This is an optimization exercise on Yosys and OpenROAD, whose aim is small area, a short achievable clock period and few clock cycles per item, not a production implementation.

== P ==
==> flow/design.v <==
module cdt_builder (
    input  wire        clk,
    input  wire        rst,             
    input  wire [4:0]  cfg_k,
    input  wire [10:0] cfg_min_used,
    input  wire [10:0] cfg_max_used,
    input  wire [15:0] cfg_max_width,
    input  wire [2:0]  cfg_interp,
    input  wire        in_valid,
    output wire        in_ready,
    input  wire [24:0] in_count,
    output reg         out_valid,
    output reg  [9:0]  out_code,
    output reg  [15:0] out_entry,
    output reg  [9:0]  out_fine,
    output reg         out_wrap,
    output reg         res_valid,
    output wire [2:0]  res_interp,
    output reg         res_accept,
    output wire [10:0] res_used,
    output wire [24:0] res_widest,
    output reg         res_event,
    output wire [7:0]  res_acc_mask
);
    reg         v1;
    wire [9:0]  cprev = out_code + {8'd0, v0 & v1, v0 ^ v1};
    reg         first;
    reg         last;
    reg  [2:0]  st;             
    reg         rdy;            
    assign in_ready = rdy;
    wire        take  = in_valid & in_ready;       
    wire        clr   = first & in_ready;
    reg  [24:0] h0;             
    reg         v0;
    reg  [4:0]  k_q;            
    reg  [10:0] min_used_q;
    reg  [10:0] max_used_q;
    reg  [15:0] max_width_q;
    reg  [2:0]  interp_q;
    wire [4:0]  k_in  = {cfg_k[3], cfg_k[2:0] == 3'd7, cfg_k[2:0] == 3'd6,
                         cfg_k[2:0] == 3'd5, cfg_k[2:0] == 3'd4};
    wire [4:0]  k_now = first ? k_in : k_q;
    reg         chk;            
    wire        fin = v0 & first;           
    reg  [2:0]  hold;
    always @(*) begin
        hold = k_q[0] ? 3'd5 : k_q[1] ? 3'd4 : 3'd3;
    end
    always @(*) begin
        h0_d = ({25{take & k_now[0]}} & (in_count << 4)) |
               ({25{take & k_now[1]}} & (in_count << 3)) |
               ({25{take & k_now[2]}} & (in_count << 2)) |
               ({25{take & k_now[3]}} & (in_count << 1)) |
               ({25{take & k_now[4]}} & in_count) |
               ({25{fin}} & {1'b0, max_width_q, 8'd1});
    end
    reg  [24:0] h0_d;
    always @(posedge clk) begin
        h0    <= h0_d;
        if (rst) begin
            st    <= 3'd0;
            rdy   <= 1'b1;
            first <= 1'b1;
            last  <= 1'b0;
            v0    <= 1'b0;
            chk   <= 1'b0;
        end else begin
            v0  <= take;
            chk <= fin;
            if (take) begin
                first <= last;
                last  <= (cprev == 10'd1021);
            end
            if (take & last)
                st <= hold;
            else if (st != 3'd0)
                st <= st - 3'd1;
            rdy <= ~(take & last) & ((st == 3'd0) | (st == 3'd1));
        end
        if (clr) begin
            k_q         <= k_in;
            min_used_q  <= cfg_min_used;
            max_used_q  <= cfg_max_used;
            max_width_q <= cfg_max_width;
            interp_q    <= cfg_interp;
        end
    end
    reg  [12:0] a_lo;
    reg  [12:0] a_hi;
    reg         a_c;
    reg  [10:0] used;
    reg  [24:0] widest;         
    reg         ge_min;         
    reg         over_max;       
    wire [13:0] s_lo_d = {1'b0, a_lo} + {1'b0, h0[12:0]};
    wire [12:0] s_hi_d = a_hi + {1'b0, h0[24:13]} + {12'd0, a_c};
    wire [13:0] a_lo_d = {1'b0, a_lo} + {1'b0, h0[11:0], 1'b0};
    wire [12:0] a_hi_d = a_hi + h0[24:12] + {12'd0, a_c};
    wire        nz    = v0 & (|h0);
    wire        gt    = h0 > widest;
    reg         shift;
    always @(*) begin
        shift = (k_q[0] & (st >= 3'd1) & (st <= 3'd4)) |
                (k_q[1] & (st >= 3'd1) & (st <= 3'd3)) |
                (k_q[2] & (st >= 3'd1) & (st <= 3'd2)) |
                (k_q[3] & (st == 3'd2));
    end
    always @(posedge clk) begin
        a_lo <= clr ? 13'd256 : a_lo_d[12:0];
        a_hi <= clr ? 13'd0   : a_hi_d;
        a_c  <= ~clr & a_lo_d[13];
        used <= clr ? 11'd0 : (used + {10'd0, nz});
        if (shift | clr | chk | gt)
            widest <= shift ? (widest >> 1) : clr ? 25'd0 : chk ? widest : h0;
        ge_min   <= ~clr & (ge_min | (used == min_used_q));
        over_max <= ~clr & (over_max | (nz & (used == max_used_q)));
    end
    reg  [12:0] s_hi;           
    reg         s_c;
    reg  [3:0]  s_mid;          
    wire [12:0] e_hi      = s_hi + {12'd0, s_c};           
    wire [16:0] e17       = {e_hi, s_mid};                 
    wire [15:0] entry     = e17[15:0] | {16{e17[16]}};
    wire [12:0] fine_sum  = s_hi + {11'd0, 1'b1, s_c};
    wire [10:0] fine_full = fine_sum[12:2];
    always @(posedge clk) begin
        s_hi  <= s_hi_d;
        s_c   <= s_lo_d[13];
        s_mid <= s_lo_d[12:9];
        if (rst) begin
            v1        <= 1'b0;
            out_valid <= 1'b0;
            out_code  <= 10'h3FF;
        end else begin
            v1        <= v0;
            out_valid <= v1;
            out_code  <= out_code + {9'd0, v1};
        end
        out_entry <= entry;
        out_fine  <= fine_full[9:0];
        out_wrap  <= fine_full[10];
    end
    wire        used_ok = (ge_min | (used == min_used_q)) & ~over_max;
    reg  [3:0]  run [0:7];
    reg  [7:0]  acc_mask;
    integer     i;
    wire        judge = (st == 3'd1);
    wire [3:0]  run_sel = run[interp_q];
    wire [3:0]  run_new = res_accept ? 4'd0 :
                          (run_sel == 4'b1100) ? 4'b1100 :
                          {run_sel[2:0], ~(run_sel[3] ^ run_sel[2])};
    always @(posedge clk) begin
        if (chk)
            res_accept <= gt & used_ok;
        res_event <= ~res_accept & (run_sel == 4'b0110);
        if (rst) begin
            res_valid <= 1'b0;
            acc_mask  <= 8'd0;
            for (i = 0; i < 8; i = i + 1)
                run[i] <= 4'd0;
        end else begin
            res_valid <= judge;
            for (i = 0; i < 8; i = i + 1)
                if (judge && interp_q == i) begin
                    run[i] <= run_new;
                    if (res_accept)
                        acc_mask[i] <= 1'b1;
                end
        end
    end
    assign res_interp   = interp_q;
    assign res_used     = used;
    assign res_widest   = widest;
    assign res_acc_mask = acc_mask;
endmodule
Settings: LEC_CHECK=0, CAP_MARGIN=20, CORE_MARGIN=2, CORE_UTILIZATION=50, CTS_CLUSTER_DIAMETER=100, CTS_CLUSTER_SIZE=20, SETUP_SLACK_MARGIN=3.6, SLEW_MARGIN=20, TNS_END_PERCENT=10; clock period 6.0 ns.
standard.sh (not shown) runs the stock make flow with config.mk's settings and CLKGATE_MAP_FILE= SYNTH_SCRIPT=/design/flow/synth_recipe.tcl, a recipe that flattens the netlist after the stock synthesis.
==> flow/flow/run.sh <==
#!/bin/bash
# The standard layout, with buf_1 (rather than the default buffer) on the
# input and output ports; every port still gets its own buffer.
set -o pipefail
bash standard.sh "BUFFER_PORTS_ARGS=-buffer_cell sky130_fd_sc_hd__buf_1" finish > standard_make.log 2>&1
Here is what was changed in the inputs of Q compared with P.
--- a/flow/design.v
+++ b/flow/design.v
@@ -95,27 +95,32 @@
     reg         over_max;       
     wire [13:0] s_lo_d = {1'b0, a_lo} + {1'b0, h0[12:0]};
     wire [12:0] s_hi_d = a_hi + {1'b0, h0[24:13]} + {12'd0, a_c};
     wire [13:0] a_lo_d = {1'b0, a_lo} + {1'b0, h0[11:0], 1'b0};
     wire [12:0] a_hi_d = a_hi + h0[24:12] + {12'd0, a_c};
     wire        nz    = v0 & (|h0);
-    wire        gt    = h0 > widest;
+    wire        gt_hi = h0[24:12] > widest[24:12];
+    wire        eq_hi = h0[24:12] == widest[24:12];
+    wire        gt_lo = h0[11:0] > widest[11:0];
+    wire        gt    = gt_hi | (eq_hi & gt_lo);
     reg         shift;
     always @(*) begin
         shift = (k_q[0] & (st >= 3'd1) & (st <= 3'd4)) |
                 (k_q[1] & (st >= 3'd1) & (st <= 3'd3)) |
                 (k_q[2] & (st >= 3'd1) & (st <= 3'd2)) |
                 (k_q[3] & (st == 3'd2));
     end
     always @(posedge clk) begin
         a_lo <= clr ? 13'd256 : a_lo_d[12:0];
         a_hi <= clr ? 13'd0   : a_hi_d;
         a_c  <= ~clr & a_lo_d[13];
         used <= clr ? 11'd0 : (used + {10'd0, nz});
+        if (shift | clr | chk | gt_hi)
+            widest[24:12] <= shift ? widest[24:13] : clr ? 13'd0 : chk ? widest[24:12] : h0[24:12];
         if (shift | clr | chk | gt)
-            widest <= shift ? (widest >> 1) : clr ? 25'd0 : chk ? widest : h0;
+            widest[11:0]  <= shift ? widest[12:1] : clr ? 12'd0 : chk ? widest[11:0] : h0[11:0];
         ge_min   <= ~clr & (ge_min | (used == min_used_q));
         over_max <= ~clr & (over_max | (nz & (used == max_used_q)));
     end
     reg  [12:0] s_hi;           
     reg         s_c;
     reg  [3:0]  s_mid;          
@@ -143,19 +148,20 @@
     end
     wire        used_ok = (ge_min | (used == min_used_q)) & ~over_max;
     reg  [3:0]  run [0:7];
     reg  [7:0]  acc_mask;
     integer     i;
     wire        judge = (st == 3'd1);
-    wire [3:0]  run_sel = run[interp_q];
+    reg  [3:0]  run_sel;        
     wire [3:0]  run_new = res_accept ? 4'd0 :
                           (run_sel == 4'b1100) ? 4'b1100 :
                           {run_sel[2:0], ~(run_sel[3] ^ run_sel[2])};
     always @(posedge clk) begin
         if (chk)
             res_accept <= gt & used_ok;
+        run_sel   <= run[interp_q];
         res_event <= ~res_accept & (run_sel == 4'b0110);
         if (rst) begin
             res_valid <= 1'b0;
             acc_mask  <= 8'd0;
             for (i = 0; i < 8; i = i + 1)
                 run[i] <= 4'd0;
==> comparison <==
Between P and Q, time the worst path needs with I/O delays and setup decreased. Compared with P, in Q slew at the pin closest to its max-slew limit increased 0.19 ns, post-placement cell area increased 1.2%, worst reg2reg path depth decreased 2, largest clock skew in the final design decreased 0.0097 ns, post-synthesis mux area share increased 2.5 points. Between Q and P, the cell area after layout figures differ only marginally. Worst hold slack after final layout, P and Q: lower on P. Compare P and Q | synthesized area higher: Q. Q against P: area inside the core boundary went up by 0.90%, net count reported at finish lost 5, die outline area went up 1.4%. Taking P as the reference, in Q critical path depth decreased by 8 relative to the old numbers; routability congestion estimate moved down.
Function was not checked in any run of this note: the RTL went through the layout flow alone.

## separate check: timing with driven ports
The flow's constraints put no driver on any port. The routed layouts listed below were extracted and timed again, unchanged, in two steps. Step 1 assumes that a clkbuf_16 drives the clock port and a buf_2 every other input. Step 2 times the ports against the registers' clock, not the clock port: input delays grow and output delays shrink by t, the midpoint of the rising clock arrivals with the driver on. Slacks: ideal ports / drivers / drivers and shift; pairs: ideal ports / drivers.
run | t (ns) | slack for setup (ns) | worst setup path at the end | slew at the worst register clock pin (ns)
P | 0.534 | 3.380 / 3.377 / 3.168 | input to register | 0.09 / 0.09
Q | 0.537 | 3.511 / 3.461 / 3.425 | input to register | 0.09 / 0.09
After both steps every run listed still meets setup and hold. For P, which loses most, drivers alone change the setup slack by -0.003 ns; drivers and shift together by -0.212 ns.
